This design comes from an exercise in tuning for small area and a short achievable clock period on the open sky130 flow, not from production work. Only simulation tests tie the RTL to the original design; equivalence was not proved. No activity file was given, so power comes from the tool's default toggle rates.

// trail_core
module trail_core (
    input  wire        clk,
    input  wire        rst,
    input  wire [7:0]  cfg_filt_n,
    input  wire [1:0]  cfg_decode,    
    input  wire        cfg_invert,
    input  wire [4:0]  cfg_pint,      
    input  wire [23:0] cfg_still,     
    input  wire        enc_a,
    input  wire        enc_b,
    input  wire        preset,        
    input  wire [55:0] preset_val,
    output wire [63:0] pos,
    output wire [31:0] spd,
    output wire [1:0]  spd_state,     
    output wire        speed_valid,
    output wire        dir,           
    output wire        illegal,       
    output wire [15:0] illegal_cnt
);
==> flow/config.mk <==
export PLATFORM = sky130hd
export DESIGN_NAME = trail_core
export DESIGN_NICKNAME = trail_core
export VERILOG_FILES = /design/flow/design.v
export SDC_FILE = /design/flow/constraint.sdc
export NUM_CORES = 4
export LEC_CHECK = 0
export ABC_AREA = 1
export CAP_MARGIN = 20
export CORE_MARGIN = 2
export CORE_UTILIZATION = 70
export CTS_CLUSTER_DIAMETER = 120
export CTS_CLUSTER_SIZE = 25
export SLEW_MARGIN = 20
==> flow/constraint.sdc <==
create_clock -name core_clock -period 220.0 [get_ports {clk}]
set_input_delay 44.0000 -clock core_clock [delete_from_list [all_inputs] [get_ports {clk}]]
set_output_delay 44.0000 -clock core_clock [all_outputs]
set_load 0.01 [all_outputs]
run.sh (not shown) runs the stock make flow with config.mk's settings and CLKGATE_MAP_FILE= SYNTH_SCRIPT=/design/flow/synth_recipe.tcl, a recipe that flattens the netlist after the stock synthesis.
The first run passed the timing, design-rule and antenna checks.
Edit:
--- a/flow/design.v
+++ b/flow/design.v
@@ -61,29 +61,28 @@
         end
     end
     wire ok_a  = !dec[1] || !fa;          
     wire ok_b  = (dec == 2'd0);
     wire dir_a = (fa ^ fb) ^ inv;
     wire dir_b = !(fa ^ fb) ^ inv;
     wire is_ill = ea && eb;
     wire cev    = (ea && !eb && ok_a) || (eb && !ea && ok_b);
     wire ev_dir = ea ? dir_a : dir_b;
-    reg  [23:0] dt_n;
-    reg         dt_z;
-    wire [23:0] dt     = dt_z ? 24'd0 : dt_n;
+    reg  [23:0] dt;
     wire        dt_sat = (dt == DT_MAX);
     wire [23:0] dt_inc;
     trail_add #(.W(24)) u_dt (.a(dt), .b(24'd0), .ci(1'b1), .y(dt_inc));
     wire [23:0] s_next = dt_sat ? DT_MAX : dt_inc;
     wire        dt_rst = preset || cev;
     always @(posedge clk) begin
-        dt_z <= rst || dt_rst;
-        dt_n <= s_next;
+        if (rst)         dt <= 24'd0;
+        else if (dt_rst) dt <= 24'd0;
+        else             dt <= s_next;
     end
     reg [31:0] now;
     reg [31:0] hist [0:15];
     reg        hpend;
     wire [31:0] now_inc;
     trail_add #(.W(32)) u_now (.a(now), .b(32'd0), .ci(1'b1), .y(now_inc));
     reg [4:0]  nint;
     reg [1:0]  state;
     reg        sdir_ok, sdir;
@@ -107,36 +106,30 @@
     reg [1:0] op;
     always @(*) begin
         if (is_ill)       op = OP_ZERO;
         else if (cev)     op = e_meas ? OP_MEAS : e_hold ? OP_HOLD : OP_ZERO;
         else if (timeout) op = OP_ZERO;
         else if (decay)   op = OP_DECAY;
         else              op = OP_HOLD;
     end
     always @(posedge clk) begin
-        if (rst) now <= 32'd0;
-        else     now <= now_inc;
+        now <= now_inc;
         if (rst) hpend <= 1'b0;
         else     hpend <= cev;
         if (hpend) begin
             for (h = 15; h > 0; h = h - 1)
                 hist[h] <= hist[h-1];
             hist[0] <= now;
         end
     end
     always @(posedge clk) begin
         if (rst) begin
-            state    <= ST_STILL;
-            sdir_ok  <= 1'b0;
-            sdir     <= 1'b0;
-            nint     <= 5'd0;
-            last_int <= 24'd0;
-            idle_rem <= still_n;
+            state <= ST_STILL;
         end else if (is_ill) begin
             state    <= ST_STARTING;
             sdir_ok  <= 1'b0;
             idle_rem <= still_n;
         end else if (cev) begin
             state    <= st_new ? ST_STARTING : same ? ST_RUNNING : ST_REVERSED;
             sdir_ok  <= 1'b1;
             sdir     <= ev_dir;
             nint     <= e_meas ? nint_next : 5'd0;
@@ -304,20 +297,20 @@
     reg        psat;
     wire [30:0] a = x_m;
     reg [33:0] px, py;
     reg        psat_in;
     always @(*) begin
         psat_in = 1'b0;
         px = 34'd0;
         py = 34'd0;
         if (!x_ch) begin
-            psat_in = psat && !dt_z;
-            px = dt_z ? 34'd0 : pacc;
+            psat_in = psat;
+            px = pacc;
             py = dt_sat ? 34'd0 : {3'd0, a};
         end else begin
             case (dt)
                 24'd0: begin px = 34'd0;          py = {3'd0, a}; end
                 24'd1: begin px = {2'd0, a, 1'b0}; py = 34'd0;     end
                 24'd2: begin px = {2'd0, a, 1'b0}; py = {3'd0, a}; end
                 24'd3: begin px = {1'd0, a, 2'b0}; py = 34'd0;     end
                 default: psat_in = (a != 31'd0);
             endcase
@@ -343,55 +336,57 @@
             assign pk[gj][gj + 21:gj] = nb ? y : pk[gj+1][gj + 21:gj];
             if (gj > 0) begin : lo
                 assign pk[gj][gj - 1:0] = pk[gj+1][gj - 1:0];
             end
         end
     endgenerate
     wire       psat_n = psat_in || p255;
     wire [7:0] trav_n = psat_n ? 8'd255 : pq;
     always @(posedge clk) begin
-        pacc <= psum;
-        psat <= psat_n;
+        if (rst || dt_rst) begin
+            pacc <= 34'd0;
+            psat <= 1'b0;
+        end else begin
+            pacc <= psum;
+            psat <= psat_n;
+        end
     end
     reg [55:0] pos_hi;
     reg [7:0]  pos_lo;
     reg        pf;
     reg        pdir;
     wire       valid_n = !state_d[2][0];
     wire       tr_nz   = valid_n && (trav_n != 8'd0);
     wire       pf_n    = !pdir && tr_nz;
     wire [55:0] ph_inc, ph_dec;
     trail_add #(.W(56)) u_phi (.a(pos_hi), .b(56'd0),  .ci(1'b1), .y(ph_inc));
     trail_add #(.W(56)) u_phd (.a(pos_hi), .b(~56'd0), .ci(1'b0), .y(ph_dec));
-    wire up_ok   = pdir || pf;
-    wire ph_up   = cev ? (ev_dir && up_ok)   : (pf && !pf_n);
-    wire ph_dn   = cev ? (!ev_dir && !up_ok) : (!pf && pf_n);
-    always @(posedge clk) begin
-        if (rst)         pos_hi <= 56'd0;
-        else if (preset) pos_hi <= preset_val;
-        else if (ph_up)  pos_hi <= ph_inc;
-        else if (ph_dn)  pos_hi <= ph_dec;
-    end
     always @(posedge clk) begin
         if (rst) begin
+            pos_hi <= 56'd0;
             pos_lo <= 8'd0;
             pf     <= 1'b0;
             pdir   <= 1'b1;
         end else if (preset) begin
+            pos_hi <= preset_val;
             pos_lo <= 8'd0;
             pf     <= 1'b0;
         end else if (cev) begin
             pdir   <= ev_dir;
             pos_lo <= 8'd0;
             pf     <= 1'b0;
+            if (pdir) pos_hi <= ev_dir ? ph_inc : pos_hi;
+            else      pos_hi <= ev_dir ? (pf ? ph_inc : pos_hi) : (pf ? pos_hi : ph_dec);
         end else begin
             pf     <= pf_n;
             pos_lo <= !tr_nz ? 8'd0 : pdir ? trav_n : -trav_n;
+            if (pf && !pf_n)      pos_hi <= ph_inc;
+            else if (!pf && pf_n) pos_hi <= ph_dec;
         end
     end
     reg        ill_q;
     reg [15:0] ill_cnt;
     wire [15:0] ill_inc;
     trail_add #(.W(16)) u_ill (.a(ill_cnt), .b(16'd0), .ci(1'b1), .y(ill_inc));
     always @(posedge clk) begin
         if (rst) begin
             ill_q   <= 1'b0;
After rerunning: The new run completed without violations; hold slack gets better by 0.014 ns; final cell count barely changes; final area increases by 0.77%; die area increases by 0.82%; sequential cell count decreases by 1; non-clock buffer count increases by 7; synthesized cell count barely changes; via count increases by 0.48%; clock skew decreases by 0.0068 ns; power decreases by 12%; synthesized area increases by 0.83%; clock-buffer cell count increases by 1; sequential power hardly moves.

---

the baseline:
trail_core, a different RTL version from the one above (not shown whole).
For scale: ~9000 cells after synthesis, about 1100 flip-flops, roughly 220 I/O pins.
==> flow/design.v (excerpt) <==
module trail_core (
    input  wire        clk,
    input  wire        rst,
    input  wire [7:0]  cfg_filt_n,
    input  wire [1:0]  cfg_decode,    
    input  wire        cfg_invert,
    input  wire [4:0]  cfg_pint,      
    input  wire [23:0] cfg_still,     
    input  wire        enc_a,
    input  wire        enc_b,
    input  wire        preset,        
    input  wire [55:0] preset_val,
    output wire [63:0] pos,
    output wire [31:0] spd,
    output wire [1:0]  spd_state,     
    output wire        speed_valid,
    output wire        dir,           
    output wire        illegal,       
    output wire [15:0] illegal_cnt
);
    localparam [1:0] ST_STILL    = 2'd0;
    localparam [1:0] ST_STARTING = 2'd1;
    localparam [1:0] ST_RUNNING  = 2'd2;
    localparam [1:0] ST_REVERSED = 2'd3;
    localparam [1:0] OP_HOLD  = 2'd0;
    localparam [1:0] OP_ZERO  = 2'd1;
    localparam [1:0] OP_MEAS  = 2'd2;
    localparam [1:0] OP_DECAY = 2'd3;
    localparam [23:0] DT_MAX = 24'hffffff;
    integer h, i, j;
    reg [7:0] nm1;        
    reg [1:0] dec;
    reg       inv;
    reg [4:0] pint;
    always @(posedge clk) begin
        nm1  <= (cfg_filt_n < 8'd2) ? 8'd1 : cfg_filt_n - 8'd1;
        dec  <= cfg_decode;
        inv  <= cfg_invert;
        pint <= (cfg_pint == 5'd0) ? 5'd1 : (cfg_pint > 5'd16) ? 5'd16 : cfg_pint;
    end
    wire [23:0] still_n = (cfg_still == 24'd0) ? 24'd1 : cfg_still;
  ...
make LEC_CHECK=0 ABC_AREA=1 CAP_MARGIN=20 CORE_MARGIN=2 CORE_UTILIZATION=70 CTS_CLUSTER_DIAMETER=120 CTS_CLUSTER_SIZE=25 SLEW_MARGIN=20 finish   # period 220.0 ns
Relative to the baseline, the following input files were edited for the candidate:
--- a/flow/design.v
+++ b/flow/design.v
@@ -58,21 +58,25 @@
             cb <= (db && !rdy_b) ? cb + 8'd1 : 8'd0;
             if (ea) fa <= enc_a;
             if (eb) fb <= enc_b;
         end
     end
     wire ok_a  = !dec[1] || !fa;          
     wire ok_b  = (dec == 2'd0);
     wire dir_a = (fa ^ fb) ^ inv;
     wire dir_b = !(fa ^ fb) ^ inv;
-    wire is_ill = ea && eb;
-    wire cev    = (ea && !eb && ok_a) || (eb && !ea && ok_b);
-    wire ev_dir = ea ? dir_a : dir_b;
+    wire k_a    = rdy_a && ok_a;
+    wire k_b    = rdy_b && ok_b;
+    wire k_ab   = (rdy_a && !rdy_b && ok_a) || (rdy_b && !rdy_a && ok_b);
+    wire d_ab   = rdy_a ? dir_a : dir_b;
+    wire is_ill = da && db && rdy_a && rdy_b;
+    wire cev    = da ? (db ? k_ab : k_a) : (db && k_b);
+    wire ev_dir = da ? d_ab : dir_b;
     reg  [23:0] dt;
     wire        dt_sat = (dt == DT_MAX);
     wire [23:0] dt_inc;
     trail_add #(.W(24)) u_dt (.a(dt), .b(24'd0), .ci(1'b1), .y(dt_inc));
     wire [23:0] s_next = dt_sat ? DT_MAX : dt_inc;
     wire        dt_rst = preset || cev;
     always @(posedge clk) begin
         if (rst)         dt <= 24'd0;
         else if (dt_rst) dt <= 24'd0;
@@ -354,42 +358,39 @@
     reg [7:0]  pos_lo;
     reg        pf;
     reg        pdir;
     wire       valid_n = !state_d[2][0];
     wire       tr_nz   = valid_n && (trav_n != 8'd0);
     wire       pf_n    = !pdir && tr_nz;
     wire [55:0] ph_inc, ph_dec;
     trail_add #(.W(56)) u_phi (.a(pos_hi), .b(56'd0),  .ci(1'b1), .y(ph_inc));
     trail_add #(.W(56)) u_phd (.a(pos_hi), .b(~56'd0), .ci(1'b0), .y(ph_dec));
-    wire up_ok   = pdir || pf;
-    wire ph_up   = cev ? (ev_dir && up_ok)   : (pf && !pf_n);
-    wire ph_dn   = cev ? (!ev_dir && !up_ok) : (!pf && pf_n);
-    always @(posedge clk) begin
-        if (rst)         pos_hi <= 56'd0;
-        else if (preset) pos_hi <= preset_val;
-        else if (ph_up)  pos_hi <= ph_inc;
-        else if (ph_dn)  pos_hi <= ph_dec;
-    end
     always @(posedge clk) begin
         if (rst) begin
+            pos_hi <= 56'd0;
             pos_lo <= 8'd0;
             pf     <= 1'b0;
             pdir   <= 1'b1;
         end else if (preset) begin
+            pos_hi <= preset_val;
             pos_lo <= 8'd0;
             pf     <= 1'b0;
         end else if (cev) begin
             pdir   <= ev_dir;
             pos_lo <= 8'd0;
             pf     <= 1'b0;
+            if (pdir) pos_hi <= ev_dir ? ph_inc : pos_hi;
+            else      pos_hi <= ev_dir ? (pf ? ph_inc : pos_hi) : (pf ? pos_hi : ph_dec);
         end else begin
             pf     <= pf_n;
             pos_lo <= !tr_nz ? 8'd0 : pdir ? trav_n : -trav_n;
+            if (pf && !pf_n)      pos_hi <= ph_inc;
+            else if (!pf && pf_n) pos_hi <= ph_dec;
         end
     end
     reg        ill_q;
     reg [15:0] ill_cnt;
     wire [15:0] ill_inc;
     trail_add #(.W(16)) u_ill (.a(ill_cnt), .b(16'd0), .ci(1'b1), .y(ill_inc));
     always @(posedge clk) begin
         if (rst) begin
             ill_q   <= 1'b0;
## What came out
Taking the baseline as the reference point, the register-to-register slack of the candidate falls by 0.51 ns.
Taking the baseline as the reference, in the candidate multi-input gate area in the final layout comparable; total clock sinks roughly the same.
Looking at non-clock buffer count, the candidate sits above the baseline.
When the candidate is measured against the baseline, its post-layout worst setup margin turns out 0.046 ns lower.
Relative to the baseline, global-route usage increased by 1.3 points in the candidate.
The candidate against the baseline: final standard cell area without fillers neither gained nor lost much; clock power lower; count of placed standard cells in the final layout, fillers left out moved up; data arrival time of the critical path rose by 0.04 ns.
| total power | lower: the candidate |
As of the candidate, average wire per standard cell had risen slightly compared to the baseline.

---

== main ==
Another version of the RTL of trail_core (not shown whole).
Size in the first run: ~1100 flip-flops, roughly 220 I/O pins, roughly 82000 µm² of cells after synthesis.
Settings: LEC_CHECK=0, CAP_MARGIN=20, CORE_MARGIN=2, CORE_UTILIZATION=40, SLEW_MARGIN=20; clock period 220.0 ns.
What the feature branch does differently from main at the input level:
-- flow/design.v --
<<< main, line 199
    reg [31:0] b_d;
    reg [36:12] b_r;
    reg [30:17] b_q;
    reg [1:0]  c_op;
    reg        c_sgn, c_sat;
>>> the feature branch, line 199
    reg [31:0] b_d;
    reg [36:12] b_r;
    reg [30:16] b_q;
    reg [1:0]  c_op;
    reg        c_sgn, c_sat;
<<< main, line 210
        for (gi = 30; gi >= 0; gi = gi - 1) begin : row
            localparam integer W = (gi <= 4) ? 33 : 37 - gi;
            wire [36:0] rin = (gi == 16) ? {b_r, 12'd0} :
                              (gi == 6)  ? {c_r, 7'd0}  : rr[gi + 1];
            wire [31:0] dv  = (gi >= 17) ? a_d : (gi >= 7) ? b_d : c_d;
            wire [W-1:0] dw;
            wire         hz;
>>> the feature branch, line 210
        for (gi = 30; gi >= 0; gi = gi - 1) begin : row
            localparam integer W = (gi <= 4) ? 33 : 37 - gi;
            wire [36:0] rin = (gi == 15) ? {b_r, 12'd0} :
                              (gi == 6)  ? {c_r, 7'd0}  : rr[gi + 1];
            wire [31:0] dv  = (gi >= 16) ? a_d : (gi >= 7) ? b_d : c_d;
            wire [W-1:0] dw;
            wire         hz;
<<< main, line 245
        b_sat <= a_sat;
        b_d   <= a_d;
        b_r   <= rr[17][36:12];
        b_q   <= qq[30:17];
    end
    always @(posedge clk) begin
>>> the feature branch, line 245
        b_sat <= a_sat;
        b_d   <= a_d;
        b_r   <= rr[16][36:12];
        b_q   <= qq[30:16];
    end
    always @(posedge clk) begin
<<< main, line 255
        c_d   <= b_d;
        c_r   <= rr[7][36:7];
        c_q   <= {b_q, qq[16:7]};
    end
    wire [1:0]  q_op  = c_op;
>>> the feature branch, line 255
        c_d   <= b_d;
        c_r   <= rr[7][36:7];
        c_q   <= {b_q, qq[15:7]};
    end
    wire [1:0]  q_op  = c_op;
Results
- Against main, the feature branch comes in 0.41% higher on final routed wire length divided by cell count.
- Die area: the feature branch vs main, no meaningful difference
- main -> the feature branch: multi-input gate share of the layout cell area flat
- Between the feature branch and main, the number of antenna violations at the first check in global routing is higher for main.
- Number of signal-net inverters in the final layout ended up 17 higher on the feature branch than on main.
- Between main and the feature branch, the area used by multi-input combinational logic figures differ only marginally.
- Comparing the two runs side by side, the feature branch comes out ahead of main on post-route cell area.
- Side by side, largest fanout on the critical path turned out higher in the feature branch than in main.
- Synthesized cell count: the feature branch higher than main
- Setup slack was lower in the feature branch than in main.
- Against main, clock tree buffer count of the final layout in the feature branch fell slightly.
- The synthesized area on main is in line with that on the feature branch.
- Delta (the feature branch minus main): number of maximum-capacitance constraint violations saw little to no change, global-route usage grew by 0.16 points.

what the ideal ports hide:
No port has a modelled driver above. Below, the same layouts with a new extraction and two added sets of constraints.
Step 1 assumes that a clkbuf_16 drives the clock port and a buf_2 every other input.
Step 2, shift: input delay + t, output delay - t, t = (earliest + latest rising clock arrival at the registers) / 2. This alone moves slack from input paths to output paths.
Three values: ideal ports, drivers, drivers and shift; two values: the first two.
| run | shift t [ns] | slack for setup (ns) | worst setup path at the end |
|---|---|---|---|
| the first run of note 1 | 0.792 | 171.823 / 171.871 / 171.079 | input to register |
| the second run of note 1 | 0.769 | 172.279 / 172.297 / 171.528 | input to register |
| the baseline | 0.775 | 172.043 / 172.091 / 171.315 | input to register |
| the candidate | 0.767 | 171.997 / 172.034 / 171.267 | input to register |
| main | 0.854 | 172.683 / 172.683 / 171.899 | input to register |
| the feature branch | 0.819 | 168.981 / 168.981 / 168.981 | register to register |
After both steps every run listed still meets setup and hold. The setup slack of main, which loses most, moves by 0.000 ns with the drivers and by -0.784 ns with both steps.
